From an optimization exercise on the open Yosys and OpenROAD flow, aimed at small area and a short achievable clock period; shortcuts taken in it are not production practice. The RTL was checked by simulation tests, not by an equivalence proof against the original design.

==> flow/design.v <==
module chk_unit (
    input  wire        clk,
    input  wire        rst,           
    input  wire        wr_cfg,        
    input  wire        wr_init,       
    input  wire        wr_value,      
    input  wire [31:0] wdata,
    input  wire        s_valid,
    input  wire [63:0] s_data,        
    input  wire [2:0]  s_nbm1,        
    input  wire        s_last,        
    input  wire        s_check,       
    output wire [1:0]  code,
    output wire [31:0] value,
    output wire [31:0] result,
    output wire        residue_ok,
    output wire [15:0] fail_cnt,
    output wire [15:0] refused_cnt
);
    function [31:0] width_mask(input [1:0] c);
        case (c)
            2'd0, 2'd1: width_mask = 32'hFFFF_FFFF;
            2'd2:       width_mask = 32'h0000_FFFF;
            default:    width_mask = 32'h0000_00FF;
        endcase
    endfunction
    function [31:0] init_value(input [1:0] c);
        case (c)
            2'd0, 2'd1: init_value = 32'hFFFF_FFFF;
            2'd2:       init_value = 32'h0000_FFFF;
            default:    init_value = 32'h0000_0000;
        endcase
    endfunction
    function [31:0] final_xor(input [1:0] c);
        case (c)
            2'd0, 2'd1: final_xor = 32'hFFFF_FFFF;
            2'd2:       final_xor = 32'h0000_FFFF;
            default:    final_xor = 32'h0000_0000;
        endcase
    endfunction
    function [31:0] residue(input [1:0] c);
        case (c)
            2'd0:    residue = 32'hDEBB_20E3;
            2'd1:    residue = 32'hB798_B438;
            2'd2:    residue = 32'h0000_F0B8;
            default: residue = 32'h0000_0000;
        endcase
    endfunction
    reg [1:0]  code_q;
    reg [31:0] value_q;
    reg [15:0] fail_q;
    reg [15:0] refused_q;
    reg  [3:0] chk_q;         
    wire [63:0] z    = s_data ^ {32'd0, value_q};
    wire [2:0]  sh   = ~s_nbm1;
    reg  [63:0] y;
    integer k, s;
    always @* begin
        y = 64'd0;
        for (k = 0; k < 8; k = k + 1)
            for (s = 0; s <= k; s = s + 1)
                if (sh == s)
                    y[8*k +: 8] = y[8*k +: 8] | z[8*(k-s) +: 8];
    end
    wire [23:0] y_hi = value_q[31:8] >> {s_nbm1[1:0], 3'b000};
    wire [31:0] y_tail = (s_nbm1[2] || s_nbm1 == 3'd3) ? 32'd0 : {8'd0, y_hi};
    wire t64 = y[11] ^ y[55];
    wire t65 = y[12] ^ y[35];
    wire t66 = y[9] ^ y[38];
    wire t67 = y[10] ^ y[39];
    wire t68 = y[13] ^ y[42];
    wire t69 = y[3] ^ y[8];
    wire t70 = y[32] ^ y[54];
    wire t71 = y[15] ^ y[37];
    wire t72 = y[36] ^ y[45];
    wire t73 = y[5] ^ y[34];
    wire t74 = y[4] ^ y[48];
    wire t75 = y[7] ^ y[23];
    wire t76 = y[2] ^ y[40];
    wire t77 = y[6] ^ y[22];
    wire t78 = y[31] ^ y[53];
    wire t79 = y[14] ^ y[43];
    wire t80 = y[16] ^ y[63];
    wire t81 = y[21] ^ y[41];
    wire t82 = y[50] ^ y[58];
    wire t83 = y[0] ^ y[57];
    wire t84 = y[18] ^ y[33];
    wire t85 = y[28] ^ y[47];
    wire t86 = y[30] ^ y[51];
    wire t87 = y[46] ^ y[62];
    wire t88 = y[24] ^ y[44];
    wire t89 = y[20] ^ y[49];
    wire t90 = y[52] ^ y[56];
    wire t91 = y[19] ^ y[26];
    wire t92 = y[1] ^ y[59];
    wire t93 = y[60] ^ y[61];
    wire t94 = y[17] ^ y[29];
    wire t95 = y[27] ^ t70;
    wire t96 = y[25] ^ t64;
    wire t97 = t65 ^ t81;
    wire t98 = t66 ^ t69;
    wire t99 = y[11] ^ t82;
    wire t100 = t73 ^ t76;
    wire t101 = y[14] ^ t67;
    wire t102 = y[1] ^ t75;
    wire t103 = t71 ^ t78;
    wire t104 = t68 ^ t72;
    wire t105 = t77 ^ t80;
    wire t106 = y[32] ^ t74;
    wire t107 = t84 ^ t90;
    wire t108 = y[25] ^ t79;
    wire t109 = y[7] ^ t64;
    wire t110 = t65 ^ t86;
    wire t111 = y[18] ^ t75;
    wire t112 = y[12] ^ y[62];
    wire t113 = y[52] ^ y[59];
    wire t114 = t85 ^ t94;
    wire t115 = y[38] ^ t83;
    wire t116 = y[61] ^ t87;
    wire t117 = y[41] ^ t77;
    wire t118 = y[30] ^ y[49];
    wire t119 = y[17] ^ y[33];
    wire t120 = t72 ^ t95;
    wire t121 = y[19] ^ y[39];
    wire t122 = y[31] ^ t69;
    wire t123 = y[13] ^ y[36];
    wire t124 = y[15] ^ t76;
    wire t125 = y[47] ^ y[58];
    wire t126 = y[43] ^ t89;
    wire t127 = y[34] ^ y[55];
    wire t128 = y[4] ^ y[40];
    wire t129 = y[5] ^ t88;
    wire t130 = t83 ^ t91;
    wire t131 = y[42] ^ y[46];
    wire t132 = y[31] ^ t74;
    wire t133 = y[10] ^ y[57];
    wire t134 = y[36] ^ t68;
    wire t135 = t92 ^ t93;
    wire t136 = y[24] ^ y[54];
    wire t137 = y[15] ^ y[27];
    wire t138 = y[8] ^ t66;
    wire t139 = y[37] ^ y[50];
    wire t140 = y[16] ^ t67;
    wire t141 = y[6] ^ y[9];
    wire t142 = y[53] ^ t102;
    wire t143 = y[11] ^ t71;
    wire t144 = y[3] ^ y[56];
    wire t145 = y[23] ^ t73;
    wire t146 = y[24] ^ y[26];
    wire t147 = y[22] ^ t81;
    wire t148 = y[29] ^ y[51];
    wire t149 = y[44] ^ t96;
    wire t150 = y[0] ^ y[47];
    wire t151 = t67 ^ t79;
    wire t152 = y[44] ^ t89;
    wire t153 = y[17] ^ t84;
    wire t154 = y[60] ^ y[63];
    wire t155 = y[2] ^ y[37];
    wire t156 = y[21] ^ t80;
    wire t157 = y[1] ^ t87;
    wire t158 = y[28] ^ t113;
    wire t159 = y[14] ^ t82;
    wire t160 = y[12] ^ t70;
    wire t161 = y[34] ^ y[35];
    wire t162 = y[0] ^ t88;
    wire t163 = y[48] ^ t114;
    wire t164 = y[30] ^ y[52];
    wire t165 = t78 ^ t93;
    wire t166 = y[1] ^ y[16];
    wire t167 = t66 ^ t120;
    wire t168 = y[45] ^ t92;
    wire t169 = y[54] ^ t125;
    wire t170 = y[22] ^ y[27];
    wire t171 = t71 ^ t110;
    wire t172 = y[13] ^ y[55];
    wire t173 = y[62] ^ t99;
    wire t174 = y[8] ^ t72;
    wire t175 = y[25] ^ t85;
    wire t176 = y[60] ^ t107;
    wire t177 = y[5] ^ t97;
    wire t178 = y[54] ^ t78;
    wire t179 = y[12] ^ y[41];
    wire t180 = y[33] ^ y[49];
    wire t181 = y[39] ^ t105;
    wire t182 = y[38] ^ t122;
    wire t183 = y[51] ^ t131;
    wire t184 = y[20] ^ y[58];
    wire t185 = y[53] ^ y[57];
    wire t186 = y[20] ^ t94;
    wire t187 = t88 ^ t108;
    wire t188 = t79 ^ t83;
    wire t189 = y[13] ^ y[35];
    wire t190 = y[18] ^ y[40];
    wire t191 = y[6] ^ t98;
    wire t192 = t90 ^ t104;
    wire t193 = y[4] ^ t89;
    wire t194 = t68 ^ t112;
    wire t195 = t100 ^ t136;
    wire t196 = y[39] ^ t127;
    wire t197 = y[26] ^ y[32];
    wire t198 = t107 ^ t118;
    wire t199 = y[56] ^ t69;
    wire t200 = t111 ^ t126;
    wire t201 = y[46] ^ t76;
    wire t202 = y[7] ^ t91;
    wire t203 = t92 ^ t109;
    wire t204 = y[10] ^ y[52];
    wire t205 = y[10] ^ t93;
    wire t206 = y[60] ^ t77;
    wire t207 = y[7] ^ t157;
    wire t208 = y[58] ^ t115;
    wire t209 = t87 ^ t159;
    wire t210 = y[2] ^ y[23];
    wire t211 = t111 ^ t182;
    wire t212 = y[16] ^ t75;
    wire t213 = y[59] ^ t100;
    wire t214 = y[25] ^ t106;
    wire t215 = y[57] ^ t96;
    wire t216 = t103 ^ t130;
    wire t217 = y[21] ^ y[62];
    wire t218 = t91 ^ t137;
    wire t219 = y[37] ^ t122;
    wire t220 = t86 ^ t128;
    wire t221 = y[45] ^ t93;
    wire t222 = t105 ^ t121;
    wire t223 = y[16] ^ t120;
    wire t224 = y[50] ^ t145;
    wire t225 = y[19] ^ t139;
    wire t226 = t65 ^ t85;
    wire t227 = t86 ^ t172;
    wire t228 = y[46] ^ t155;
    wire t229 = y[29] ^ t72;
    wire t230 = t91 ^ t143;
    wire t231 = y[47] ^ y[59];
    wire t232 = y[34] ^ t101;
    wire t233 = y[60] ^ t123;
    wire t234 = y[21] ^ t119;
    wire t235 = y[53] ^ t65;
    wire t236 = y[30] ^ t132;
    wire t237 = t104 ^ t116;
    wire t238 = y[38] ^ t64;
    wire t239 = y[0] ^ t97;
    wire t240 = t66 ^ t119;
    wire t241 = t102 ^ t117;
    wire t242 = t80 ^ t82;
    wire t243 = y[3] ^ t101;
    wire t244 = t96 ^ t168;
    wire t245 = y[19] ^ t74;
    wire t246 = y[48] ^ t149;
    wire t247 = y[48] ^ t94;
    wire t248 = t163 ^ t208;
    wire t249 = t121 ^ t135;
    wire t250 = y[27] ^ t176;
    wire t251 = y[31] ^ y[63];
    wire t252 = y[26] ^ t129;
    wire t253 = y[51] ^ t160;
    wire t254 = y[9] ^ y[34];
    wire t255 = t68 ^ t103;
    wire t256 = y[61] ^ t101;
    wire t257 = t80 ^ t84;
    wire t258 = t88 ^ t224;
    wire t259 = t135 ^ t194;
    wire t260 = y[61] ^ t112;
    wire t261 = y[28] ^ t67;
    wire t262 = y[40] ^ t112;
    wire t263 = t106 ^ t146;
    wire t264 = t81 ^ t99;
    wire t265 = y[43] ^ t158;
    wire t266 = t97 ^ t115;
    wire t267 = y[3] ^ y[23];
    wire t268 = y[56] ^ t133;
    wire t269 = t153 ^ t183;
    wire t270 = y[7] ^ y[20];
    wire t271 = t98 ^ t117;
    wire t272 = t79 ^ t134;
    wire t273 = y[55] ^ t241;
    wire t274 = t129 ^ t134;
    wire t275 = t179 ^ t196;
    wire t276 = y[32] ^ t76;
    wire t277 = t197 ^ t258;
    wire t278 = y[8] ^ y[12];
    wire t279 = t64 ^ t140;
    wire t280 = t106 ^ t244;
    wire t281 = y[28] ^ y[31];
    wire t282 = t71 ^ t109;
    wire t283 = y[13] ^ y[45];
    wire t284 = y[20] ^ t149;
    wire t285 = t87 ^ t154;
    wire t286 = t155 ^ t273;
    wire t287 = y[6] ^ t67;
    wire t288 = t124 ^ t133;
    wire t289 = t142 ^ t264;
    wire t290 = t85 ^ t129;
    wire t291 = t109 ^ t146;
    wire t292 = t95 ^ t231;
    wire t293 = y[8] ^ y[36];
    wire t294 = t68 ^ t141;
    wire t295 = t84 ^ t108;
    wire t296 = y[4] ^ t95;
    wire t297 = y[41] ^ t159;
    wire t298 = t138 ^ t192;
    wire t299 = t90 ^ t236;
    wire t300 = t65 ^ t246;
    wire t301 = t110 ^ t123;
    wire t302 = y[22] ^ t135;
    wire t303 = y[6] ^ t161;
    wire t304 = t166 ^ t206;
    wire t305 = y[61] ^ t240;
    wire t306 = t71 ^ t242;
    wire t307 = y[2] ^ t237;
    wire t308 = y[47] ^ t67;
    wire t309 = y[33] ^ t78;
    wire t310 = t90 ^ t100;
    wire t311 = t148 ^ t189;
    wire t312 = y[52] ^ t230;
    wire t313 = y[2] ^ t73;
    wire t314 = y[11] ^ t190;
    wire t315 = y[29] ^ t169;
    wire t316 = t150 ^ t167;
    wire t317 = y[34] ^ y[37];
    wire t318 = t170 ^ t171;
    wire t319 = y[30] ^ t140;
    wire t320 = t74 ^ t87;
    wire t321 = y[0] ^ y[44];
    wire t322 = y[29] ^ t91;
    wire t323 = t96 ^ t165;
    wire t324 = t103 ^ t193;
    wire t325 = y[55] ^ t92;
    wire t326 = t197 ^ t285;
    wire t327 = t180 ^ t204;
    wire t328 = t177 ^ t191;
    wire t329 = t195 ^ t225;
    wire t330 = t211 ^ t217;
    wire t331 = y[15] ^ y[41];
    wire t332 = t89 ^ t147;
    wire t333 = t86 ^ t156;
    wire t334 = t74 ^ t139;
    wire t335 = y[42] ^ t174;
    wire t336 = t98 ^ t127;
    wire t337 = y[1] ^ t257;
    wire t338 = y[27] ^ y[54];
    wire t339 = y[21] ^ y[63];
    wire t340 = y[3] ^ t73;
    wire t341 = t221 ^ t227;
    wire t342 = t85 ^ t296;
    wire t343 = y[32] ^ t300;
    wire t344 = t128 ^ t325;
    wire t345 = t158 ^ t186;
    wire t346 = t193 ^ t316;
    wire t347 = y[5] ^ y[45];
    wire t348 = y[62] ^ t124;
    wire t349 = t178 ^ t297;
    wire t350 = y[29] ^ t304;
    wire t351 = y[41] ^ t65;
    wire t352 = y[56] ^ t154;
    wire t353 = t170 ^ t195;
    wire t354 = y[17] ^ t82;
    wire t355 = y[18] ^ t78;
    wire t356 = t161 ^ t163;
    wire t357 = y[28] ^ y[49];
    wire t358 = t83 ^ t99;
    wire t359 = y[25] ^ t86;
    wire t360 = y[40] ^ y[57];
    wire t361 = y[14] ^ t77;
    wire t362 = y[38] ^ t295;
    wire t363 = t70 ^ t142;
    wire t364 = y[37] ^ t198;
    wire t365 = t200 ^ t229;
    wire t366 = t66 ^ t125;
    wire t367 = y[35] ^ t94;
    wire t368 = y[33] ^ t69;
    wire t369 = t106 ^ t367;
    wire t370 = t81 ^ t143;
    wire t371 = t108 ^ t205;
    wire t372 = y[41] ^ t284;
    wire t373 = t144 ^ t186;
    wire t374 = y[0] ^ t309;
    wire t375 = t188 ^ t305;
    wire t376 = y[4] ^ t130;
    wire t377 = t71 ^ t184;
    wire t378 = t151 ^ t210;
    wire t379 = t99 ^ t353;
    wire t380 = t92 ^ t147;
    wire t381 = y[44] ^ t175;
    wire t382 = t114 ^ t207;
    wire t383 = t64 ^ t164;
    wire t384 = y[4] ^ t98;
    wire t385 = t200 ^ t233;
    wire t386 = t97 ^ t142;
    wire t387 = t67 ^ t132;
    wire t388 = t126 ^ t212;
    wire t389 = t101 ^ t105;
    wire t390 = y[36] ^ y[40];
    wire t391 = t166 ^ t184;
    wire t392 = t390 ^ t95;
    wire t393 = t240 ^ t245;
    wire t394 = t303 ^ t383;
    wire t395 = t391 ^ t243;
    wire t396 = t392 ^ t393;
    wire t397 = t394 ^ t395;
    wire t398 = t396 ^ t397;
    wire t399 = y[36] ^ y[56];
    wire t400 = t399 ^ t109;
    wire t401 = t153 ^ t261;
    wire t402 = t213 ^ t239;
    wire t403 = t324 ^ t400;
    wire t404 = t401 ^ t402;
    wire t405 = t403 ^ t404;
    wire t406 = t70 ^ t73;
    wire t407 = t134 ^ t199;
    wire t408 = t225 ^ t314;
    wire t409 = t406 ^ t266;
    wire t410 = t407 ^ t408;
    wire t411 = t350 ^ t409;
    wire t412 = t410 ^ t411;
    wire t413 = y[4] ^ t121;
    wire t414 = t184 ^ t110;
    wire t415 = t134 ^ t413;
    wire t416 = t414 ^ t415;
    wire t417 = t375 ^ t416;
    wire t418 = t286 ^ t417;
    wire t419 = t92 ^ t134;
    wire t420 = t151 ^ t162;
    wire t421 = t377 ^ t310;
    wire t422 = t419 ^ t420;
    wire t423 = t421 ^ t422;
    wire t424 = t330 ^ t423;
    wire t425 = y[35] ^ y[60];
    wire t426 = t185 ^ t425;
    wire t427 = t168 ^ t276;
    wire t428 = t426 ^ t187;
    wire t429 = t222 ^ t370;
    wire t430 = t384 ^ t427;
    wire t431 = t428 ^ t429;
    wire t432 = t430 ^ t431;
    wire t433 = y[14] ^ t131;
    wire t434 = t164 ^ t218;
    wire t435 = t221 ^ t313;
    wire t436 = t433 ^ t241;
    wire t437 = t434 ^ t435;
    wire t438 = t436 ^ t437;
    wire t439 = t438 ^ t343;
    wire t440 = y[6] ^ t137;
    wire t441 = t146 ^ t199;
    wire t442 = t226 ^ t440;
    wire t443 = t374 ^ t388;
    wire t444 = t441 ^ t442;
    wire t445 = t307 ^ t443;
    wire t446 = t444 ^ t445;
    wire t447 = y[57] ^ t69;
    wire t448 = t123 ^ t254;
    wire t449 = t95 ^ t156;
    wire t450 = t334 ^ t447;
    wire t451 = t448 ^ t187;
    wire t452 = t449 ^ t450;
    wire t453 = t382 ^ t451;
    wire t454 = t452 ^ t453;
    wire t455 = y[1] ^ y[18];
    wire t456 = t69 ^ t148;
    wire t457 = t455 ^ t100;
    wire t458 = t152 ^ t175;
    wire t459 = t456 ^ t120;
    wire t460 = t181 ^ t457;
    wire t461 = t458 ^ t312;
    wire t462 = t459 ^ t460;
    wire t463 = t461 ^ t462;
    wire t464 = y[26] ^ y[28];
    wire t465 = t464 ^ t160;
    wire t466 = t228 ^ t229;
    wire t467 = t232 ^ t465;
    wire t468 = t466 ^ t289;
    wire t469 = t467 ^ t468;
    wire t470 = y[29] ^ t68;
    wire t471 = t136 ^ t231;
    wire t472 = t201 ^ t238;
    wire t473 = t368 ^ t470;
    wire t474 = t471 ^ t472;
    wire t475 = t473 ^ t318;
    wire t476 = t474 ^ t475;
    wire t477 = y[16] ^ t66;
    wire t478 = t85 ^ t267;
    wire t479 = t108 ^ t233;
    wire t480 = t477 ^ t478;
    wire t481 = t275 ^ t479;
    wire t482 = t480 ^ t299;
    wire t483 = t481 ^ t482;
    wire t484 = y[49] ^ y[56];
    wire t485 = t360 ^ t484;
    wire t486 = t485 ^ t252;
    wire t487 = t255 ^ t256;
    wire t488 = t369 ^ t486;
    wire t489 = t487 ^ t488;
    wire t490 = y[5] ^ y[6];
    wire t491 = t118 ^ t331;
    wire t492 = t360 ^ t490;
    wire t493 = t491 ^ t492;
    wire t494 = t173 ^ t493;
    wire t495 = t223 ^ t362;
    wire t496 = t494 ^ t495;
    wire t497 = y[6] ^ y[44];
    wire t498 = y[59] ^ t119;
    wire t499 = t281 ^ t497;
    wire t500 = t183 ^ t202;
    wire t501 = t498 ^ t499;
    wire t502 = t275 ^ t306;
    wire t503 = t500 ^ t501;
    wire t504 = t502 ^ t503;
    wire t505 = y[60] ^ t84;
    wire t506 = t86 ^ t141;
    wire t507 = t104 ^ t151;
    wire t508 = t199 ^ t245;
    wire t509 = t505 ^ t506;
    wire t510 = t203 ^ t315;
    wire t511 = t507 ^ t508;
    wire t512 = t509 ^ t510;
    wire t513 = t511 ^ t512;
    wire t514 = y[9] ^ y[19];
    wire t515 = y[46] ^ t278;
    wire t516 = t514 ^ t152;
    wire t517 = t188 ^ t205;
    wire t518 = t515 ^ t213;
    wire t519 = t282 ^ t516;
    wire t520 = t517 ^ t299;
    wire t521 = t518 ^ t519;
    wire t522 = t520 ^ t521;
    wire t523 = y[15] ^ y[32];
    wire t524 = y[47] ^ t166;
    wire t525 = t283 ^ t523;
    wire t526 = t152 ^ t165;
    wire t527 = t268 ^ t524;
    wire t528 = t525 ^ t173;
    wire t529 = t526 ^ t527;
    wire t530 = t328 ^ t528;
    wire t531 = t529 ^ t530;
    wire t532 = y[7] ^ y[9];
    wire t533 = y[59] ^ t74;
    wire t534 = t532 ^ t234;
    wire t535 = t533 ^ t253;
    wire t536 = t358 ^ t389;
    wire t537 = t534 ^ t307;
    wire t538 = t535 ^ t536;
    wire t539 = t537 ^ t538;
    wire t540 = y[5] ^ t138;
    wire t541 = t320 ^ t171;
    wire t542 = t222 ^ t292;
    wire t543 = t540 ^ t385;
    wire t544 = t541 ^ t542;
    wire t545 = t543 ^ t544;
    wire t546 = t73 ^ t93;
    wire t547 = t118 ^ t189;
    wire t548 = t339 ^ t99;
    wire t549 = t102 ^ t162;
    wire t550 = t546 ^ t547;
    wire t551 = t219 ^ t548;
    wire t552 = t549 ^ t550;
    wire t553 = t342 ^ t551;
    wire t554 = t552 ^ t553;
    wire t555 = y[19] ^ y[45];
    wire t556 = t555 ^ t122;
    wire t557 = t140 ^ t260;
    wire t558 = t359 ^ t345;
    wire t559 = t556 ^ t557;
    wire t560 = t558 ^ t559;
    wire t561 = t379 ^ t560;
    wire t562 = y[13] ^ t141;
    wire t563 = t267 ^ t96;
    wire t564 = t220 ^ t355;
    wire t565 = t562 ^ t239;
    wire t566 = t326 ^ t345;
    wire t567 = t563 ^ t564;
    wire t568 = t565 ^ t566;
    wire t569 = t567 ^ t568;
    wire t570 = y[48] ^ t68;
    wire t571 = t73 ^ t190;
    wire t572 = t97 ^ t165;
    wire t573 = t366 ^ t570;
    wire t574 = t571 ^ t181;
    wire t575 = t291 ^ t373;
    wire t576 = t572 ^ t573;
    wire t577 = t574 ^ t575;
    wire t578 = t576 ^ t577;
    wire t579 = y[34] ^ y[58];
    wire t580 = y[61] ^ t579;
    wire t581 = t98 ^ t107;
    wire t582 = t194 ^ t580;
    wire t583 = t215 ^ t380;
    wire t584 = t388 ^ t581;
    wire t585 = t582 ^ t583;
    wire t586 = t584 ^ t585;
    wire t587 = y[8] ^ y[22];
    wire t588 = y[59] ^ t68;
    wire t589 = t88 ^ t217;
    wire t590 = t254 ^ t587;
    wire t591 = t235 ^ t352;
    wire t592 = t354 ^ t588;
    wire t593 = t589 ^ t590;
    wire t594 = t376 ^ t378;
    wire t595 = t591 ^ t592;
    wire t596 = t593 ^ t594;
    wire t597 = t595 ^ t596;
    wire t598 = y[15] ^ y[43];
    wire t599 = t88 ^ t113;
    wire t600 = t598 ^ t115;
    wire t601 = t145 ^ t153;
    wire t602 = t599 ^ t214;
    wire t603 = t222 ^ t341;
    wire t604 = t600 ^ t601;
    wire t605 = t602 ^ t603;
    wire t606 = t604 ^ t605;
    wire t607 = y[10] ^ t118;
    wire t608 = t144 ^ t111;
    wire t609 = t320 ^ t607;
    wire t610 = t252 ^ t323;
    wire t611 = t608 ^ t609;
    wire t612 = t167 ^ t610;
    wire t613 = t611 ^ t612;
    wire t614 = y[24] ^ y[56];
    wire t615 = t91 ^ t139;
    wire t616 = t180 ^ t251;
    wire t617 = t278 ^ t347;
    wire t618 = t614 ^ t116;
    wire t619 = t287 ^ t615;
    wire t620 = t616 ^ t617;
    wire t621 = t215 ^ t618;
    wire t622 = t619 ^ t620;
    wire t623 = t342 ^ t621;
    wire t624 = t622 ^ t623;
    wire t625 = y[5] ^ y[25];
    wire t626 = y[50] ^ y[54];
    wire t627 = t80 ^ t90;
    wire t628 = t625 ^ t626;
    wire t629 = t627 ^ t628;
    wire t630 = t243 ^ t301;
    wire t631 = t376 ^ t629;
    wire t632 = t382 ^ t630;
    wire t633 = t631 ^ t632;
    wire t634 = t70 ^ t98;
    wire t635 = t257 ^ t308;
    wire t636 = t311 ^ t313;
    wire t637 = t216 ^ t634;
    wire t638 = t635 ^ t636;
    wire t639 = t637 ^ t638;
    wire t640 = y[19] ^ y[43];
    wire t641 = y[59] ^ t73;
    wire t642 = t123 ^ t640;
    wire t643 = t147 ^ t228;
    wire t644 = t641 ^ t642;
    wire t645 = t279 ^ t643;
    wire t646 = t644 ^ t248;
    wire t647 = t250 ^ t645;
    wire t648 = t646 ^ t647;
    wire t649 = y[23] ^ y[30];
    wire t650 = y[42] ^ t144;
    wire t651 = t317 ^ t649;
    wire t652 = t152 ^ t235;
    wire t653 = t314 ^ t361;
    wire t654 = t650 ^ t651;
    wire t655 = t249 ^ t652;
    wire t656 = t653 ^ t654;
    wire t657 = t248 ^ t655;
    wire t658 = t656 ^ t657;
    wire t659 = y[13] ^ t82;
    wire t660 = t136 ^ t659;
    wire t661 = t236 ^ t249;
    wire t662 = t266 ^ t348;
    wire t663 = t660 ^ t365;
    wire t664 = t661 ^ t662;
    wire t665 = t663 ^ t664;
    wire t666 = y[55] ^ t80;
    wire t667 = t276 ^ t359;
    wire t668 = t666 ^ t209;
    wire t669 = t219 ^ t249;
    wire t670 = t274 ^ t332;
    wire t671 = t667 ^ t668;
    wire t672 = t669 ^ t670;
    wire t673 = t671 ^ t672;
    wire t674 = y[20] ^ t141;
    wire t675 = t148 ^ t190;
    wire t676 = t281 ^ t106;
    wire t677 = t145 ^ t218;
    wire t678 = t242 ^ t674;
    wire t679 = t675 ^ t215;
    wire t680 = t237 ^ t243;
    wire t681 = t676 ^ t677;
    wire t682 = t678 ^ t679;
    wire t683 = t680 ^ t681;
    wire t684 = t682 ^ t683;
    wire t685 = y[7] ^ y[18];
    wire t686 = t89 ^ t154;
    wire t687 = t685 ^ t115;
    wire t688 = t196 ^ t361;
    wire t689 = t686 ^ t263;
    wire t690 = t301 ^ t348;
    wire t691 = t687 ^ t688;
    wire t692 = t689 ^ t690;
    wire t693 = t691 ^ t692;
    wire t694 = y[46] ^ y[49];
    wire t695 = y[50] ^ y[63];
    wire t696 = t79 ^ t694;
    wire t697 = t695 ^ t96;
    wire t698 = t696 ^ t288;
    wire t699 = t302 ^ t697;
    wire t700 = t211 ^ t356;
    wire t701 = t698 ^ t699;
    wire t702 = t700 ^ t701;
    wire t703 = y[49] ^ t133;
    wire t704 = t172 ^ t116;
    wire t705 = t234 ^ t703;
    wire t706 = t265 ^ t384;
    wire t707 = t704 ^ t705;
    wire t708 = t318 ^ t706;
    wire t709 = t707 ^ t277;
    wire t710 = t708 ^ t709;
    wire t711 = y[4] ^ t66;
    wire t712 = t72 ^ t78;
    wire t713 = t145 ^ t162;
    wire t714 = t175 ^ t311;
    wire t715 = t711 ^ t712;
    wire t716 = t173 ^ t389;
    wire t717 = t713 ^ t714;
    wire t718 = t715 ^ t250;
    wire t719 = t716 ^ t717;
    wire t720 = t718 ^ t719;
    wire t721 = y[56] ^ t125;
    wire t722 = t146 ^ t95;
    wire t723 = t105 ^ t124;
    wire t724 = t721 ^ t341;
    wire t725 = t722 ^ t723;
    wire t726 = t362 ^ t386;
    wire t727 = t724 ^ t725;
    wire t728 = t726 ^ t727;
    wire t729 = y[0] ^ y[42];
    wire t730 = t729 ^ t143;
    wire t731 = t252 ^ t315;
    wire t732 = t371 ^ t730;
    wire t733 = t731 ^ t732;
    wire t734 = t330 ^ t733;
    wire t735 = y[30] ^ y[43];
    wire t736 = t735 ^ t138;
    wire t737 = t162 ^ t218;
    wire t738 = t260 ^ t181;
    wire t739 = t736 ^ t737;
    wire t740 = t280 ^ t738;
    wire t741 = t739 ^ t740;
    wire t742 = y[52] ^ t251;
    wire t743 = t317 ^ t130;
    wire t744 = t262 ^ t366;
    wire t745 = t742 ^ t380;
    wire t746 = t743 ^ t744;
    wire t747 = t246 ^ t365;
    wire t748 = t745 ^ t746;
    wire t749 = t747 ^ t748;
    wire t750 = t83 ^ t114;
    wire t751 = t126 ^ t235;
    wire t752 = t383 ^ t335;
    wire t753 = t337 ^ t750;
    wire t754 = t751 ^ t752;
    wire t755 = t753 ^ t277;
    wire t756 = t754 ^ t755;
    wire t757 = y[50] ^ y[52];
    wire t758 = y[60] ^ t66;
    wire t759 = t83 ^ t757;
    wire t760 = t110 ^ t117;
    wire t761 = t140 ^ t178;
    wire t762 = t758 ^ t759;
    wire t763 = t244 ^ t290;
    wire t764 = t760 ^ t761;
    wire t765 = t762 ^ t763;
    wire t766 = t764 ^ t765;
    wire t767 = y[26] ^ y[58];
    wire t768 = t767 ^ t102;
    wire t769 = t201 ^ t247;
    wire t770 = t287 ^ t192;
    wire t771 = t253 ^ t323;
    wire t772 = t768 ^ t769;
    wire t773 = t770 ^ t771;
    wire t774 = t772 ^ t773;
    wire t775 = y[13] ^ t69;
    wire t776 = t76 ^ t79;
    wire t777 = t179 ^ t185;
    wire t778 = t116 ^ t775;
    wire t779 = t776 ^ t777;
    wire t780 = t291 ^ t292;
    wire t781 = t778 ^ t779;
    wire t782 = t364 ^ t780;
    wire t783 = t781 ^ t782;
    wire t784 = y[33] ^ y[57];
    wire t785 = t137 ^ t784;
    wire t786 = t194 ^ t245;
    wire t787 = t352 ^ t785;
    wire t788 = t336 ^ t381;
    wire t789 = t786 ^ t787;
    wire t790 = t349 ^ t788;
    wire t791 = t789 ^ t790;
    wire t792 = y[2] ^ y[14];
    wire t793 = y[35] ^ y[63];
    wire t794 = t93 ^ t792;
    wire t795 = t793 ^ t147;
    wire t796 = t794 ^ t269;
    wire t797 = t795 ^ t312;
    wire t798 = t796 ^ t797;
    wire t799 = t346 ^ t798;
    wire t800 = y[53] ^ t210;
    wire t801 = t331 ^ t800;
    wire t802 = t259 ^ t358;
    wire t803 = t373 ^ t801;
    wire t804 = t802 ^ t803;
    wire t805 = y[2] ^ y[3];
    wire t806 = y[4] ^ y[18];
    wire t807 = y[58] ^ t136;
    wire t808 = t805 ^ t806;
    wire t809 = t188 ^ t807;
    wire t810 = t808 ^ t259;
    wire t811 = t333 ^ t809;
    wire t812 = t810 ^ t811;
    wire t813 = y[27] ^ y[29];
    wire t814 = y[36] ^ t144;
    wire t815 = t813 ^ t115;
    wire t816 = t116 ^ t132;
    wire t817 = t814 ^ t232;
    wire t818 = t337 ^ t370;
    wire t819 = t381 ^ t815;
    wire t820 = t816 ^ t817;
    wire t821 = t818 ^ t819;
    wire t822 = t820 ^ t821;
    wire t823 = y[10] ^ y[43];
    wire t824 = t137 ^ t823;
    wire t825 = t97 ^ t104;
    wire t826 = t824 ^ t198;
    wire t827 = t326 ^ t344;
    wire t828 = t825 ^ t826;
    wire t829 = t827 ^ t828;
    wire t830 = y[38] ^ y[42];
    wire t831 = y[44] ^ y[55];
    wire t832 = t82 ^ t113;
    wire t833 = t339 ^ t830;
    wire t834 = t831 ^ t247;
    wire t835 = t355 ^ t832;
    wire t836 = t833 ^ t256;
    wire t837 = t834 ^ t835;
    wire t838 = t836 ^ t837;
    wire t839 = y[53] ^ t71;
    wire t840 = t81 ^ t87;
    wire t841 = t100 ^ t227;
    wire t842 = t327 ^ t839;
    wire t843 = t840 ^ t841;
    wire t844 = t842 ^ t223;
    wire t845 = t248 ^ t843;
    wire t846 = t844 ^ t845;
    wire t847 = y[3] ^ t92;
    wire t848 = t131 ^ t238;
    wire t849 = t847 ^ t181;
    wire t850 = t848 ^ t349;
    wire t851 = t356 ^ t364;
    wire t852 = t849 ^ t850;
    wire t853 = t851 ^ t852;
    wire t854 = y[22] ^ y[28];
    wire t855 = y[46] ^ t854;
    wire t856 = t95 ^ t99;
    wire t857 = t212 ^ t220;
    wire t858 = t327 ^ t855;
    wire t859 = t177 ^ t255;
    wire t860 = t856 ^ t857;
    wire t861 = t858 ^ t859;
    wire t862 = t860 ^ t861;
    wire t863 = y[8] ^ y[16];
    wire t864 = y[24] ^ t113;
    wire t865 = t863 ^ t114;
    wire t866 = t117 ^ t238;
    wire t867 = t864 ^ t224;
    wire t868 = t253 ^ t272;
    wire t869 = t374 ^ t865;
    wire t870 = t866 ^ t867;
    wire t871 = t868 ^ t869;
    wire t872 = t870 ^ t871;
    wire t873 = t196 ^ t247;
    wire t874 = t294 ^ t171;
    wire t875 = t176 ^ t187;
    wire t876 = t873 ^ t363;
    wire t877 = t874 ^ t875;
    wire t878 = t876 ^ t877;
    wire t879 = y[16] ^ y[38];
    wire t880 = y[61] ^ t127;
    wire t881 = t189 ^ t879;
    wire t882 = t174 ^ t178;
    wire t883 = t202 ^ t880;
    wire t884 = t881 ^ t187;
    wire t885 = t198 ^ t288;
    wire t886 = t882 ^ t883;
    wire t887 = t884 ^ t885;
    wire t888 = t886 ^ t887;
    wire t889 = y[9] ^ y[17];
    wire t890 = y[39] ^ t161;
    wire t891 = t889 ^ t199;
    wire t892 = t890 ^ t209;
    wire t893 = t216 ^ t891;
    wire t894 = t223 ^ t892;
    wire t895 = t893 ^ t372;
    wire t896 = t894 ^ t895;
    wire t897 = y[26] ^ t156;
    wire t898 = t226 ^ t268;
    wire t899 = t377 ^ t269;
    wire t900 = t344 ^ t897;
    wire t901 = t898 ^ t167;
    wire t902 = t899 ^ t900;
    wire t903 = t901 ^ t902;
    wire t904 = y[12] ^ y[32];
    wire t905 = t321 ^ t904;
    wire t906 = t103 ^ t905;
    wire t907 = t906 ^ t298;
    wire t908 = t350 ^ t907;
    wire t909 = t283 ^ t228;
    wire t910 = t319 ^ t909;
    wire t911 = t363 ^ t375;
    wire t912 = t910 ^ t911;
    wire t913 = t64 ^ t124;
    wire t914 = t153 ^ t157;
    wire t915 = t162 ^ t169;
    wire t916 = t182 ^ t232;
    wire t917 = t913 ^ t914;
    wire t918 = t915 ^ t916;
    wire t919 = t917 ^ t918;
    wire t920 = y[18] ^ t80;
    wire t921 = t121 ^ t144;
    wire t922 = t150 ^ t254;
    wire t923 = t124 ^ t351;
    wire t924 = t920 ^ t921;
    wire t925 = t922 ^ t923;
    wire t926 = t924 ^ t280;
    wire t927 = t925 ^ t926;
    wire t928 = y[33] ^ t204;
    wire t929 = t347 ^ t152;
    wire t930 = t201 ^ t928;
    wire t931 = t216 ^ t271;
    wire t932 = t369 ^ t929;
    wire t933 = t930 ^ t931;
    wire t934 = t932 ^ t933;
    wire t935 = y[6] ^ t84;
    wire t936 = t131 ^ t340;
    wire t937 = t935 ^ t319;
    wire t938 = t936 ^ t289;
    wire t939 = t937 ^ t938;
    wire t940 = t346 ^ t939;
    wire t941 = y[8] ^ y[43];
    wire t942 = t77 ^ t941;
    wire t943 = t183 ^ t226;
    wire t944 = t234 ^ t942;
    wire t945 = t203 ^ t387;
    wire t946 = t943 ^ t944;
    wire t947 = t329 ^ t945;
    wire t948 = t946 ^ t947;
    wire t949 = t148 ^ t150;
    wire t950 = t949 ^ t271;
    wire t951 = t310 ^ t385;
    wire t952 = t950 ^ t951;
    wire t953 = t343 ^ t952;
    wire t954 = t88 ^ t118;
    wire t955 = t141 ^ t130;
    wire t956 = t334 ^ t368;
    wire t957 = t954 ^ t192;
    wire t958 = t256 ^ t955;
    wire t959 = t956 ^ t386;
    wire t960 = t957 ^ t958;
    wire t961 = t959 ^ t960;
    wire t962 = y[51] ^ t133;
    wire t963 = t104 ^ t108;
    wire t964 = t138 ^ t962;
    wire t965 = t207 ^ t324;
    wire t966 = t963 ^ t964;
    wire t967 = t965 ^ t966;
    wire t968 = t379 ^ t967;
    wire t969 = y[26] ^ y[46];
    wire t970 = y[51] ^ t70;
    wire t971 = t85 ^ t113;
    wire t972 = t969 ^ t970;
    wire t973 = t971 ^ t149;
    wire t974 = t306 ^ t378;
    wire t975 = t972 ^ t328;
    wire t976 = t973 ^ t974;
    wire t977 = t975 ^ t976;
    wire t978 = y[27] ^ y[40];
    wire t979 = y[51] ^ t119;
    wire t980 = t978 ^ t308;
    wire t981 = t979 ^ t203;
    wire t982 = t219 ^ t263;
    wire t983 = t980 ^ t981;
    wire t984 = t982 ^ t983;
    wire t985 = y[11] ^ t179;
    wire t986 = t357 ^ t100;
    wire t987 = t138 ^ t985;
    wire t988 = t214 ^ t986;
    wire t989 = t987 ^ t250;
    wire t990 = t988 ^ t989;
    wire t991 = y[50] ^ y[61];
    wire t992 = t180 ^ t185;
    wire t993 = t991 ^ t261;
    wire t994 = t294 ^ t322;
    wire t995 = t340 ^ t351;
    wire t996 = t992 ^ t993;
    wire t997 = t994 ^ t995;
    wire t998 = t996 ^ t997;
    wire t999 = y[10] ^ y[29];
    wire t1000 = t270 ^ t338;
    wire t1001 = t999 ^ t220;
    wire t1002 = t303 ^ t1000;
    wire t1003 = t173 ^ t272;
    wire t1004 = t1001 ^ t1002;
    wire t1005 = t1003 ^ t1004;
    wire t1006 = t79 ^ t86;
    wire t1007 = t251 ^ t293;
    wire t1008 = t321 ^ t158;
    wire t1009 = t1006 ^ t1007;
    wire t1010 = t177 ^ t282;
    wire t1011 = t1008 ^ t1009;
    wire t1012 = t1010 ^ t1011;
    wire t1013 = t150 ^ t338;
    wire t1014 = t132 ^ t151;
    wire t1015 = t156 ^ t202;
    wire t1016 = t262 ^ t1013;
    wire t1017 = t1014 ^ t1015;
    wire t1018 = t1016 ^ t298;
    wire t1019 = t1017 ^ t1018;
    wire t1020 = y[17] ^ t90;
    wire t1021 = t91 ^ t128;
    wire t1022 = t103 ^ t109;
    wire t1023 = t115 ^ t157;
    wire t1024 = t160 ^ t1020;
    wire t1025 = t1021 ^ t290;
    wire t1026 = t332 ^ t335;
    wire t1027 = t1022 ^ t1023;
    wire t1028 = t1024 ^ t1025;
    wire t1029 = t1026 ^ t1027;
    wire t1030 = t1028 ^ t1029;
    wire t1031 = y[5] ^ y[20];
    wire t1032 = t78 ^ t133;
    wire t1033 = t293 ^ t1031;
    wire t1034 = t107 ^ t322;
    wire t1035 = t1032 ^ t1033;
    wire t1036 = t209 ^ t214;
    wire t1037 = t1034 ^ t1035;
    wire t1038 = t1036 ^ t1037;
    wire t1039 = t286 ^ t1038;
    wire t1040 = y[27] ^ y[33];
    wire t1041 = y[42] ^ t75;
    wire t1042 = t89 ^ t185;
    wire t1043 = t1040 ^ t169;
    wire t1044 = t1041 ^ t1042;
    wire t1045 = t191 ^ t213;
    wire t1046 = t230 ^ t333;
    wire t1047 = t1043 ^ t1044;
    wire t1048 = t1045 ^ t1046;
    wire t1049 = t1047 ^ t1048;
    wire t1050 = t270 ^ t95;
    wire t1051 = t206 ^ t354;
    wire t1052 = t239 ^ t265;
    wire t1053 = t336 ^ t387;
    wire t1054 = t1050 ^ t1051;
    wire t1055 = t1052 ^ t1053;
    wire t1056 = t1054 ^ t1055;
    wire t1057 = y[9] ^ y[21];
    wire t1058 = y[35] ^ y[53];
    wire t1059 = t75 ^ t84;
    wire t1060 = t128 ^ t148;
    wire t1061 = t357 ^ t1057;
    wire t1062 = t1058 ^ t1059;
    wire t1063 = t1060 ^ t1061;
    wire t1064 = t274 ^ t279;
    wire t1065 = t302 ^ t1062;
    wire t1066 = t1063 ^ t1064;
    wire t1067 = t1065 ^ t1066;
    wire t1068 = y[11] ^ y[23];
    wire t1069 = t94 ^ t112;
    wire t1070 = t164 ^ t1068;
    wire t1071 = t117 ^ t174;
    wire t1072 = t1069 ^ t1070;
    wire t1073 = t371 ^ t1071;
    wire t1074 = t1072 ^ t329;
    wire t1075 = t1073 ^ t1074;
    wire t1076 = y[26] ^ y[63];
    wire t1077 = t1076 ^ t110;
    wire t1078 = t111 ^ t116;
    wire t1079 = t191 ^ t255;
    wire t1080 = t1077 ^ t1078;
    wire t1081 = t1079 ^ t1080;
    wire t1082 = t372 ^ t1081;
    wire [31:0] w0 = {t639, t633, t624, t613, t606, t597, t586, t578, t569, t561, t554, t545, t539, t531, t522, t513, t504, t496, t489, t483, t476, t469, t463, t454, t446, t439, t432, t424, t418, t412, t405, t398};
    wire [31:0] w1 = {t903, t896, t888, t878, t872, t862, t853, t846, t838, t829, t822, t812, t804, t799, t791, t783, t774, t766, t756, t749, t741, t734, t728, t720, t710, t702, t693, t684, t673, t665, t658, t648};
    wire [15:0] w2 = {t1012, t1005, t998, t990, t984, t977, t968, t961, t953, t948, t940, t934, t927, t919, t912, t908};
    wire [7:0] w3 = {t1082, t1075, t1067, t1056, t1049, t1039, t1030, t1019};
    reg [1:0]  ctl_code;
    reg [31:0] ctl_value;
    always @* begin
        ctl_code  = code_q;
        ctl_value = value_q;
        if (wr_cfg) begin
            ctl_code  = wdata[1:0];
            ctl_value = value_q & width_mask(wdata[1:0]);
        end
        if (wr_init)
            ctl_value = init_value(ctl_code);
        if (wr_value)
            ctl_value = wdata & width_mask(ctl_code);
    end
    wire [1:0]  n_writes = {1'b0, wr_cfg} + {1'b0, wr_init} + {1'b0, wr_value};
    wire [16:0] ref_sum  = {1'b0, refused_q} + {15'd0, n_writes};
    wire        eq0 = (value_q == 32'hDEBB_20E3);
    wire        eq1 = (value_q == 32'hB798_B438);
    wire        eq2 = (value_q[15:0] == 16'hF0B8);
    wire        eq3 = (value_q[7:0] == 8'h00);
    reg         rok;
    always @* begin
        case (code_q)
            2'd0:    rok = eq0;
            2'd1:    rok = eq1;
            2'd2:    rok = eq2;
            default: rok = eq3;
        endcase
    end
    wire        fail = |(chk_q & ~{eq3, eq2, eq1, eq0});
    wire [15:0] fail_now = (fail && fail_q != 16'hFFFF) ? fail_q + 16'd1 : fail_q;
    wire        take  = s_valid & ~rst;
    wire [3:0]  sel   = {4{take}} & (4'b0001 << code_q);
    wire [31:0] pick  = ({32{sel[0]}} & w0) | ({32{sel[1]}} & w1) |
                        {16'd0, {16{sel[2]}} & w2} | {24'd0, {8{sel[3]}} & w3};
    wire [31:0] early = rst ? 32'd0 : s_valid ? y_tail : ctl_value;
    wire [31:0] value_d = pick ^ early;
    always @(posedge clk)
        value_q <= value_d;
    always @(posedge clk) begin
        if (rst) begin
            code_q    <= 2'd1;
            fail_q    <= 16'd0;
            refused_q <= 16'd0;
            chk_q     <= 4'd0;
        end else begin
            fail_q <= fail_now;
            chk_q  <= {4{s_valid & s_last & s_check}} & (4'b0001 << code_q);
            if (s_valid) begin
                refused_q <= ref_sum[16] ? 16'hFFFF : ref_sum[15:0];
            end else begin
                code_q  <= ctl_code;
            end
        end
    end
    assign code        = code_q;
    assign value       = value_q;
    assign result      = {~(value_q[31:16] | {16{code_q[1]}}),
                          ~(value_q[15:8] | {8{code_q == 2'd3}}),
                          value_q[7:0] ^ {8{code_q != 2'd3}}};
    assign residue_ok  = rok;
    assign fail_cnt    = fail_now;
    assign refused_cnt = refused_q;
endmodule
==> flow/flow/run.sh <==
#!/bin/bash
# Standard layout (the standard.sh) with these changes:
#  - no three-input XOR cells (two XOR2 are smaller than one XOR3 here), and
#    XOR2 cells only in their smallest size (synthesis upsizes them for a
#    delay target far below the clock period);
#  - ports buffered with the smallest buffer instead of a delay buffer;
#  - the timing repair aims for more setup slack than the design's margin.
set -euo pipefail
cat >> config.mk <<'EOC'
export DONT_USE_CELLS = sky130_fd_sc_hd__xor3_1 sky130_fd_sc_hd__xor3_2 sky130_fd_sc_hd__xor3_4 sky130_fd_sc_hd__xnor3_1 sky130_fd_sc_hd__xnor3_2 sky130_fd_sc_hd__xnor3_4 sky130_fd_sc_hd__xnor2_2 sky130_fd_sc_hd__xnor2_4 sky130_fd_sc_hd__xor2_2 sky130_fd_sc_hd__xor2_4
export BUFFER_PORTS_ARGS = -buffer_cell sky130_fd_sc_hd__buf_1
EOC
bash standard.sh SETUP_SLACK_MARGIN=${MARGIN:-15} finish > standard.log 2>&1
==> flow/standard.sh <==
#!/bin/bash
# synth_recipe.tcl (not shown) runs the flow's synth.tcl, then flattens the netlist and writes it again
# the make line also repeats each setting of config.mk as NAME=value (left out here)
make -C /OpenROAD-flow-scripts/flow DESIGN_CONFIG=/design/flow/config.mk WORK_HOME=/design/flow/orfs CLKGATE_MAP_FILE= SYNTH_SCRIPT=/design/flow/synth_recipe.tcl "${@:-finish}"
==> flow/config.mk <==
export PLATFORM = sky130hd
export DESIGN_NAME = chk_unit
export DESIGN_NICKNAME = chk_unit
export VERILOG_FILES = /design/flow/design.v
export SDC_FILE = /design/flow/constraint.sdc
export NUM_CORES = 4
export LEC_CHECK = 0
export CAP_MARGIN = 20
export CORE_MARGIN = 2
export CORE_UTILIZATION = 62
export SETUP_SLACK_MARGIN = 2
export SLEW_MARGIN = 20
export DONT_USE_CELLS = sky130_fd_sc_hd__xor3_1 sky130_fd_sc_hd__xor3_2 sky130_fd_sc_hd__xor3_4 sky130_fd_sc_hd__xnor3_1 sky130_fd_sc_hd__xnor3_2 sky130_fd_sc_hd__xnor3_4 sky130_fd_sc_hd__xnor2_2 sky130_fd_sc_hd__xnor2_4 sky130_fd_sc_hd__xor2_2 sky130_fd_sc_hd__xor2_4
export BUFFER_PORTS_ARGS = -buffer_cell sky130_fd_sc_hd__buf_1
==> flow/constraint.sdc <==
create_clock -name core_clock -period 25.0 [get_ports {clk}]
set_input_delay 5.0000 -clock core_clock [delete_from_list [all_inputs] [get_ports {clk}]]
set_output_delay 5.0000 -clock core_clock [all_outputs]
set_load 0.01 [all_outputs]
==> reports/results.ini, run 1 <==
[status]
run_status=finished clean

[synthesis]
ys.flop_type=dfxtp_1
synth_nets=2079
yosys.area.top_type=xnor2_1
synth-simple-area-share_pct=9.999
synthMuxAreaShare_pct=3.686
synth_top_family_by_area=XOR/XNOR gates
synth_fa_ha_area_share_pct=0.4968
synth-edff-count=0
synth_warnings=1
synth_compound_area_share_pct=12.22
synth_top_area_share_pct=49.92
ys_seq_area_share_pct=8.974
synth_cell_type_count=56
syn_area_um2=15620
ys_ff_latch=70
syn_inst=1967
async_flop_share_pct=0
synth_area_leaders=xnor2_1, xor2_1, dfxtp_1, o22ai_1, mux2i_1
synth-xor-area-share_pct=61.69
syn_avg_cell_area_um2=7.939

[clock_tree]
clock_sinks=70
cts_max_path_buffers=2
insertion_delay_ns=0.34
clkTransAtPathRegs_ns=0.06
cts-root-buf=clkbuf_16
cts_buffers=9
cts_tree=yes
cts_max_level=3

[die]
die_x_um=162.7
core_um2=24960
rows=58
die_area_um2=26470
initial_utilization_pct=62.56
io-pin-count=206
dieHeight_um=162.7

[route]
vias=16950
highest_layer=met5
routed_wl_um=73560
avgRoutedWirePerCell_um=29.06
wl_met3_um=13020
drt-initial-drc-count=3195
ant_nets=0
drc=0
dr.pass1.iters=13
vias_per_cell=6.697
met2_length_um=28640
wl_met1_um=24660

[final_layout]
final_net_count=2309
area_delta_synth_final_pct=12.56
fin_util_pct=70.41
drive_gt1_share_pct=7.451
antenna_cells=0
final_cell_mix=xnor2_1, xor2_1, buf_1
layout_commonest_cell=xnor2_1

[flow_run]
maxCapViolations=0

[global_route]
globalRouteTotalUtil_pct=53.94
grt_pass1_wl_um=103900
antenna_found_initial=0
first_global_vias=15690
grt.overflow.total=0
grt_max_degree=63

[timing]
tightest_slew_ns=1.401
hold_viol=0
setup-tns-final_ns=0
drv_slew=0
fmax_mhz=99.51
period_share_pct=40.20
max-slew-margin-rel_pct=5.934
rsz0062_at_grt=no
clock-skew-final_ns=0.005361
setup_viol=0
post-route-min-period_ns=10.05

[worst_setup_path]
worstPathMaxFanout=37
crit_path_end_kind=flop
cp.required_ns=25.26
crit_arrival_ns=10.31
critPathKind=in2reg
worstSetupStartpointType=input port

[place]
io_buffers=205
routabilityCongestion=1.311
place_hpwl_um=57700

[worst_hold_path]
hp-class=reg2reg

==> path summary, 6_finish.rpt <==
kind / startpoint / end / slack, ns / depth (start not counted)
worst min register to register: refused_q[0]$_SDFFE_PP0P_ / refused_q[0]$_SDFFE_PP0P_ / 0.53 / 2
worst max register to register: value_q[23]$_DFF_P_ / value_q[14]$_DFF_P_ / 19.62 / 14
worst max-delay path: s_nbm1[2] / value_q[6]$_DFF_P_ / 14.95 / 14
worst min-delay path: refused_q[0]$_SDFFE_PP0P_ / refused_q[0]$_SDFFE_PP0P_ / 0.53 / 2
==> sequential cells by signal, indices dropped and copies added, names as in the netlist <==
| signal | cells |
|---|---|
| code_q | 2 |
| refused_q | 16 |
| chk_q | 4 |
| value_q | 32 |
| fail_q | 16 |
==> critical path: stages <==
cell and delay [ns]:
clkbuf_2 0.66, or3b_2 0.79, o22ai_1 0.31, nor3_2 0.06
buf_4 0.21, xnor2_1 0.23, xor2_1 0.83, xor2_1 0.34
xnor2_1 0.71, xnor2_1 0.22, xnor2_1 0.27, o22ai_1 0.11
a211oi_1 0.34, xor2_1 0.20
==> per-stage QoR <==
step / instance area [µm²] / worst slack (ns) / instances / hold slack (ns)
floorplan: 15620 / 16.14 / 1967 / 0.5187
global placement: 17200 / 14.85 / 2505 / 0.4927
detailed placement: 17200 / 14.62 / 2506 / 0.5043
CTS: 17490 / 15.07 / 2521 / 0.5204
global route: 17580 / 15.06 / 2531 / 0.5387
finish: 17580 / 14.95 / 2531 / 0.5264
==> layout make-up <==
type / instances / area [µm²]
Inverter: 19 / 71.32
Clock inverter: 4 / 47.55
Multi-Input combinational cell: 1781 / 13800
Sequential cell: 70 / 1401
Timing Repair Buffer: 316 / 1605
Tap cell: 330 / 412.9
Fill cell: 2130 / 7387
Clock buffer: 11 / 242.7
==> kinds of logic after synthesis <==
group                    count (synthesis)
AO/OA/AOI/OAI                          306
XOR/XNOR                              1100
multiplexers                            57
AND/OR/NAND/NOR                        313
adder cells (fa/ha/maj)                  5
buffers and inverters                  116
flip-flops                              70
==> cell usage after synthesis (8+ instances only) <==
| library cell | count |
|---|---|
| xnor2_1 | 890 |
| xor2_1 | 210 |
| nor2_1 | 125 |
| o22ai_1 | 124 |
| a21oi_1 | 82 |
| dfxtp_1 | 70 |
| clkbuf_1 | 64 |
| mux2i_1 | 53 |
| nand2_1 | 48 |
| o21ai_0 | 33 |
| nand3_1 | 27 |
| nor2b_1 | 24 |
| buf_1 | 23 |
| a211oi_1 | 19 |
| nor3_1 | 19 |
| inv_1 | 17 |
| and3_1 | 11 |
| and2_1 | 10 |
| a22oi_1 | 9 |
| a211oi_2 | 8 |
| nand4_1 | 8 |
==> per-layer routing <==
layer	up-vias	track usage, %
met5	-	2.273
met4	4	37.73
met3	548	26.00
met2	1711	77.20
met1	7723	62.72
li1	6965	-
==> what timing repair did <==
action	CTS	global route
endpoints found under the setup margin	1	3
gates resized for setup	1	1
pin swaps	0	3
hold buffers	0	0
buffers inserted	0	6
hold endpoints to repair	0	0
==> run 2: changes to the inputs <==
--- a/flow/config.mk
+++ b/flow/config.mk
@@ -10,5 +10,5 @@
 export CORE_UTILIZATION = 62
 export SETUP_SLACK_MARGIN = 2
-export SLEW_MARGIN = 20
+export SLEW_MARGIN = 60
 export DONT_USE_CELLS = sky130_fd_sc_hd__xor3_1 sky130_fd_sc_hd__xor3_2 sky130_fd_sc_hd__xor3_4 sky130_fd_sc_hd__xnor3_1 sky130_fd_sc_hd__xnor3_2 sky130_fd_sc_hd__xnor3_4 sky130_fd_sc_hd__xnor2_2 sky130_fd_sc_hd__xnor2_4 sky130_fd_sc_hd__xor2_2 sky130_fd_sc_hd__xor2_4
 export BUFFER_PORTS_ARGS = -buffer_cell sky130_fd_sc_hd__buf_1
==> run 2 against run 1 <==
Routed wire length grew 2.6%; worst setup slack gained 0.54 ns; core utilization grew 4.1 points; clock-buffer cell count shrank 1; via count grew 4.9%; non-clock buffer count grew 160; critical endpoint is now value_q[8]$_DFF_P_.
==> reports/results.ini, run 2 <==
[place]
io_buffers=205  ; unchanged
dpl_cell_area_um2=18060  ; was 17200 µm²
place_hpwl_um=59640  ; was 57700 µm
routabilityCongestion=1.311  ; unchanged

[final_layout]
drive_gt1_share_pct=12.66  ; was 7.451%
largest_reg_flops=32  ; unchanged
top_regs=value_q: 32 flops, fail_q: 16 flops, refused_q: 16 flops  ; unchanged
layout_commonest_cell=xnor2_1  ; unchanged
area_delta_synth_final_pct=19.09  ; was 12.56%
fin_area_um2=18600  ; was 17580 µm²
largest-register=value_q  ; unchanged
n_fill_cell=2016  ; was 2130
final_net_count=2469  ; was 2309
final_cell_mix=xnor2_1, buf_1, xor2_1  ; was xnor2_1, xor2_1, buf_1
antenna_cells=0  ; unchanged

[worst_setup_path]
worstSetupStartpointType=input port  ; unchanged
worstPathMaxFanout=62  ; was 37
crit_arrival_ns=9.71  ; was 10.31 ns
reg2reg_slack_ns=20.19  ; was 19.62 ns
timing.rr.start=value_q[4]$_DFF_P_  ; was value_q[23]$_DFF_P_
cp.required_ns=25.20  ; was 25.26 ns
rr_worst_depth=17  ; was 14
crit_path_end_kind=flop  ; unchanged
critPathKind=in2reg  ; unchanged
rr_endpoint=value_q[3]$_DFF_P_  ; was value_q[14]$_DFF_P_

[route]
routed_wl_um=75460  ; was 73560 µm
met2_length_um=29080  ; was 28640 µm
highest_layer=met5  ; unchanged
drt-initial-drc-count=3608  ; was 3195
wl_met3_um=13160  ; was 13020 µm
vias_per_cell=6.608  ; was 6.697
ant_nets=0  ; unchanged
wl_met1_um=25660  ; was 24660 µm
avgRoutedWirePerCell_um=28.03  ; was 29.06 µm
vias=17790  ; was 16950
dr.pass1.iters=12  ; was 13
drc=0  ; unchanged

[synthesis]
syn_avg_cell_area_um2=7.939  ; unchanged
synth_cell_type_count=56  ; unchanged
synth_warnings=1  ; unchanged
synth_top_area_share_pct=49.92  ; unchanged
syn_inst=1967  ; unchanged
yosys-top-cells-count=xnor2_1, xor2_1, nor2_1, o22ai_1, a21oi_1  ; unchanged
synth_area_leaders=xnor2_1, xor2_1, dfxtp_1, o22ai_1, mux2i_1  ; unchanged
yosys.cell_count.top_type=xnor2_1  ; unchanged
ys_ff_latch=70  ; unchanged
synth_nets=2079  ; unchanged
ys_seq_area_share_pct=8.974  ; unchanged
ys.flop_type=dfxtp_1  ; unchanged
syn_area_um2=15620  ; unchanged
yosys.area.top_type=xnor2_1  ; unchanged
async_flop_share_pct=0  ; unchanged
synth-edff-count=0  ; unchanged

[clock_tree]
cts_max_path_buffers=2  ; unchanged
cts.repair.resized=0  ; was 1
postCtsHoldBufs=0  ; unchanged
clock_sinks=70  ; unchanged
cts_max_level=3  ; unchanged
cts_setup_buffers=0  ; unchanged
cts-root-buf=clkbuf_16  ; unchanged
insertion_delay_ns=0.34  ; about the same
cts_buffers=9  ; unchanged
cts_tree=yes  ; unchanged
clkTransAtPathRegs_ns=0.06  ; about the same

[die]
rows=58  ; unchanged
die_area_um2=26470  ; unchanged
die_x_um=162.7  ; unchanged
io-pin-count=206  ; unchanged
initial_utilization_pct=62.56  ; unchanged
core_um2=24960  ; unchanged
dieHeight_um=162.7  ; unchanged

[timing]
rsz0062_at_grt=no  ; unchanged
clock-skew-final_ns=0.006343  ; was 0.005361 ns
fmax_mhz=105.1  ; was 99.51 MHz
period_share_pct=38.05  ; was 40.20%
post-route-min-period_ns=9.513  ; was 10.05 ns
tightest_slew_ns=0.7083  ; was 1.401 ns
setup_viol=0  ; unchanged
drv_slew=0  ; unchanged
hold_viol=0  ; unchanged
max-slew-margin-rel_pct=52.44  ; was 5.934%
setup-tns-final_ns=0  ; unchanged

[status]
run_status=finished clean  ; unchanged

[worst_hold_path]
hp-class=reg2reg  ; unchanged
timing.hold.worst_endpoint=refused_q[0]$_SDFFE_PP0P_  ; unchanged
holdCritStartpoint=refused_q[0]$_SDFFE_PP0P_  ; unchanged
min_path_cells=2  ; unchanged

[flow_run]
maxCapViolations=0  ; unchanged

[global_route]
grt_max_degree=63  ; unchanged
antenna_found_initial=1  ; was 0
grt_pass1_wl_um=106400  ; was 103900 µm
globalRouteTotalUtil_pct=55.05  ; was 53.94%
grt.overflow.total=0  ; unchanged
first_global_vias=16440  ; was 15690

run 2: cells by family (layout without fill, tap and decap cells):
family / Yosys count / in the layout / share of synthesized area (%)
fa+ha+maj: 5 / 5 / 0.4968
flops: 70 / 70 / 8.974
buf+inv: 116 / 511 / 2.932
mux: 57 / 57 / 3.686
xor+xnor: 1100 / 1100 / 61.69
simple gates: 313 / 313 / 9.999
compound gates: 306 / 306 / 12.22
run 2: worst max-delay path by stage:
stage	from	endpoint	slack, ns	cells past startpoint
after global placement	s_nbm1[0]	value_q[8]$_DFF_P_	14.85	14
final	s_nbm1[0]	value_q[8]$_DFF_P_	15.49	16
after CTS	s_nbm1[1]	value_q[8]$_DFF_P_	15.46	16
after global routing	s_nbm1[0]	value_q[8]$_DFF_P_	15.44	17
after floorplan	s_nbm1[1]	value_q[5]$_DFF_P_	16.14	15
after detailed placement	s_nbm1[1]	value_q[8]$_DFF_P_	15.12	16
run 2: final cells by class:
type                       count  area (µm²)  share of cell area, %
clock buffer                  10       239.0                  1.285
tap                          330       412.9                  2.220
sequential                    70        1406                  7.562
inverter                      19       71.32                 0.3835
multi-input combinational   1781       13880                  74.65
clock inverter                 6       93.84                 0.5046
timing repair buffer         476        2491                  13.40
run 2: critical path, stage by stage:
cell and delay (ns):
clkbuf_2 0.08, buf_6 0.42, or3b_2 0.61, o22ai_1 0.26, nor3_4 0.47, xor2_1 0.23
xnor2_1 0.43, buf_1 0.27, xnor2_1 0.24, buf_1 0.23, xor2_1 0.35, xnor2_1 0.21
xnor2_1 0.15, o22ai_1 0.11, a21oi_1 0.49, xor2_1 0.13
run 2: metal layers:
metal	vias up	global-route usage, %
li1	7301	-
met1	8055	63.75
met2	1835	78.76
met3	597	26.59
met4	2	39.66
met5	-	0
run 2: per-stage QoR:
step | hold slack (ns) | worst slack [ns] | utilization (%) | std cells
finish | 0.5211 | 15.49 | 74.49 | 2692
global route | 0.5352 | 15.44 | 74.49 | 2692
CTS | 0.5147 | 15.46 | 73.69 | 2657
detailed placement | 0.4962 | 15.12 | 72.36 | 2641
global placement | 0.4927 | 14.85 | 68.88 | 2505
floorplan | 0.5187 | 16.14 | - | 1967
==> run 3: changes to the inputs <==
--- a/flow/config.mk
+++ b/flow/config.mk
@@ -9,6 +9,7 @@
 export CORE_MARGIN = 2
 export CORE_UTILIZATION = 62
+export GPL_TIMING_DRIVEN = 0
 export SETUP_SLACK_MARGIN = 2
-export SLEW_MARGIN = 60
+export SLEW_MARGIN = 40
 export DONT_USE_CELLS = sky130_fd_sc_hd__xor3_1 sky130_fd_sc_hd__xor3_2 sky130_fd_sc_hd__xor3_4 sky130_fd_sc_hd__xnor3_1 sky130_fd_sc_hd__xnor3_2 sky130_fd_sc_hd__xnor3_4 sky130_fd_sc_hd__xnor2_2 sky130_fd_sc_hd__xnor2_4 sky130_fd_sc_hd__xor2_2 sky130_fd_sc_hd__xor2_4
 export BUFFER_PORTS_ARGS = -buffer_cell sky130_fd_sc_hd__buf_1
==> run 3 against run 2 <==
Flip-flop and latch count stayed put; critical path depth rose by 1; worst setup slack worse by 0.71 ns; still clean on timing, DRC and antenna; clock-buffer cell count decreased by 1.
==> reports/results.ini, run 3 <==
[global_route]
globalRouteTotalUtil_pct=57.02  ; was 55.05%
first_global_vias=16410  ; was 16440
grt.overflow.total=0  ; unchanged
grt_max_degree=15  ; was 63

[worst_setup_path]
crit_arrival_ns=10.44  ; was 9.71 ns
cp.required_ns=25.22  ; was 25.20 ns
worstPathCellList=buf_1, buf_4, nand3b_1, clkbuf_1, clkbuf_2, o22ai_1, nor3_4, xnor2_1, buf_2, xnor2_1, buf_2, xor2_1, xnor2_1, xnor2_1, xnor2_1, a211oi_2, xor2_1  ; was clkbuf_2, buf_6, or3b_2, o22ai_1, nor3_4, xor2_1, xnor2_1, buf_1, xnor2_1, buf_1, xor2_1, xnor2_1, xnor2_1, o22ai_1, a21oi_1, xor2_1
critPathSlowestCell=xnor2_1  ; was or3b_2
worstPathMaxFanout=10  ; was 62
max_stage_delay_ns=0.75  ; was 0.61 ns

[die]
die_area_um2=26470  ; unchanged
initial_utilization_pct=62.56  ; unchanged
dieHeight_um=162.7  ; unchanged
io-pin-count=206  ; unchanged
core_um2=24960  ; unchanged

[synthesis]
yosys.area.top_type=xnor2_1  ; unchanged
ys.flop_type=dfxtp_1  ; unchanged
syn_area_um2=15620  ; unchanged
synth-edff-count=0  ; unchanged
yosys-top-cells-count=xnor2_1, xor2_1, nor2_1, o22ai_1, a21oi_1  ; unchanged
synth_area_leaders=xnor2_1, xor2_1, dfxtp_1, o22ai_1, mux2i_1  ; unchanged
synth_cell_type_count=56  ; unchanged
synth-xor-area-share_pct=61.69  ; unchanged
async_flop_share_pct=0  ; unchanged
synth-simple-area-share_pct=9.999  ; unchanged

[route]
drc=0  ; unchanged
vias_per_cell=6.680  ; was 6.608
ant_nets=0  ; unchanged
routed_wl_um=78400  ; was 75460 µm
drt-initial-drc-count=3654  ; was 3608
dr.pass1.iters=10  ; was 12

[flow_run]
maxCapViolations=0  ; unchanged

[place]
pre_cts_ws_ns=14.43  ; was 15.12 ns

[clock_tree]
clock_sinks=70  ; unchanged
cts_max_level=3  ; unchanged
cts_buffers=9  ; unchanged
cts_tree=yes  ; unchanged

[timing]
period_share_pct=40.88  ; was 38.05%
rsz0062_at_grt=no  ; unchanged
fmax_mhz=97.85  ; was 105.1 MHz
max-slew-margin-rel_pct=33.78  ; was 52.44%
clock-skew-final_ns=0.01194  ; was 0.006343 ns
hold_viol=0  ; unchanged
setup_viol=0  ; unchanged

[final_layout]
largest-register=value_q  ; unchanged
largest_reg_flops=32  ; unchanged
antenna_cells=0  ; unchanged

[status]
run_status=finished clean  ; unchanged

[run 3: per-stage QoR]
step | utilization, % | instances | cell area [µm²]
2_1_floorplan | - | 1967 | 15620
3_5_place_dp | 71.03 | 2602 | 17730
4_1_cts | 72.36 | 2621 | 18060
6_report | 73.54 | 2657 | 18360
3_3_place_gp | 67.28 | 2501 | 16790
5_1_grt | 73.54 | 2657 | 18360
[run 3: cells by family (layout without fill, tap and decap cells)]
| family | Yosys count | in the layout |
|---|---|---|
| fa+ha+maj | 5 | 5 |
| mux | 57 | 57 |
| flops | 70 | 70 |
| buf+inv | 116 | 476 |
| compound gates | 306 | 306 |
| xor+xnor | 1100 | 1100 |
| simple gates | 313 | 313 |
[run 3: what timing repair did]
item,in CTS,in global routing
pin swaps,2,12
cloned,0,0
setup endpoints to repair,7,13
buffers inserted,3,21
gates resized for setup,2,11
[run 3: cell type report]
type                    instances  area, µm²
multi-input cells            1781      14160
fillers                      2000       6606
plain buffers                  97      399.1
well taps                     330      412.9
inverters                      19      71.32
flip-flops and latches         70       1401
clock buffers                   9      225.2
repair buffers                344       1607
clock inverters                 7      80.08
[run 3: final timing paths]
kind                               endpoint                 startpoint  slack, ns
hold reg to reg   refused_q[0]$_SDFFE_PP0P_  refused_q[0]$_SDFFE_PP0P_       0.54
setup reg to reg         value_q[4]$_DFF_P_        value_q[22]$_DFF_P_      18.94
hold / removal    refused_q[0]$_SDFFE_PP0P_  refused_q[0]$_SDFFE_PP0P_       0.54
setup / recovery         value_q[4]$_DFF_P_                  s_nbm1[1]      14.78
[run 3: worst max-delay path, delay by kind of cell]
kind	cells	cell delay, ns
buffers and inverters	6	1.70
AOI/OAI and AO/OA	2	0.36
and+or+nand+nor	2	0.75
xor gates and xnor gates	7	2.59
[run 3: per-layer routing]
| layer | track usage (%) | routed length [µm] |
|---|---|---|
| met5 | 0 | 36 |
| met4 | 46.46 | 8660 |
| met3 | 26.99 | 13370 |
| met2 | 79.87 | 29850 |
| met1 | 65.69 | 26470 |

[port drivers added, routing unchanged]
Ports are ideal in the flow. The routed layouts listed here were re-timed in OpenROAD.
Step 1 assumes that a clkbuf_16 drives the clock port and a buf_2 every other input.
Step 2, shift: input delay + t, output delay - t, t = (earliest + latest rising clock arrival at the registers) / 2. This alone moves slack from input paths to output paths.
a / b / c = ideal ports / drivers / drivers and shift; a / b = the first two.
run	t (ns)	setup WS [ns]	worst hold slack (ns)	worst register clock-pin slew, ns
run 1	0.376	14.951 / 14.971 / 14.595	0.526 / 0.526 / 0.526	0.06 / 0.06
run 2	0.379	15.487 / 15.507 / 15.128	0.521 / 0.521 / 0.521	0.06 / 0.06
run 3	0.385	14.781 / 14.803 / 14.418	0.539 / 0.539 / 0.539	0.07 / 0.07
After both steps setup and hold are still met in every run listed. The setup slack of run 3, which loses most, moves by +0.022 ns with the drivers and by -0.363 ns with both steps.
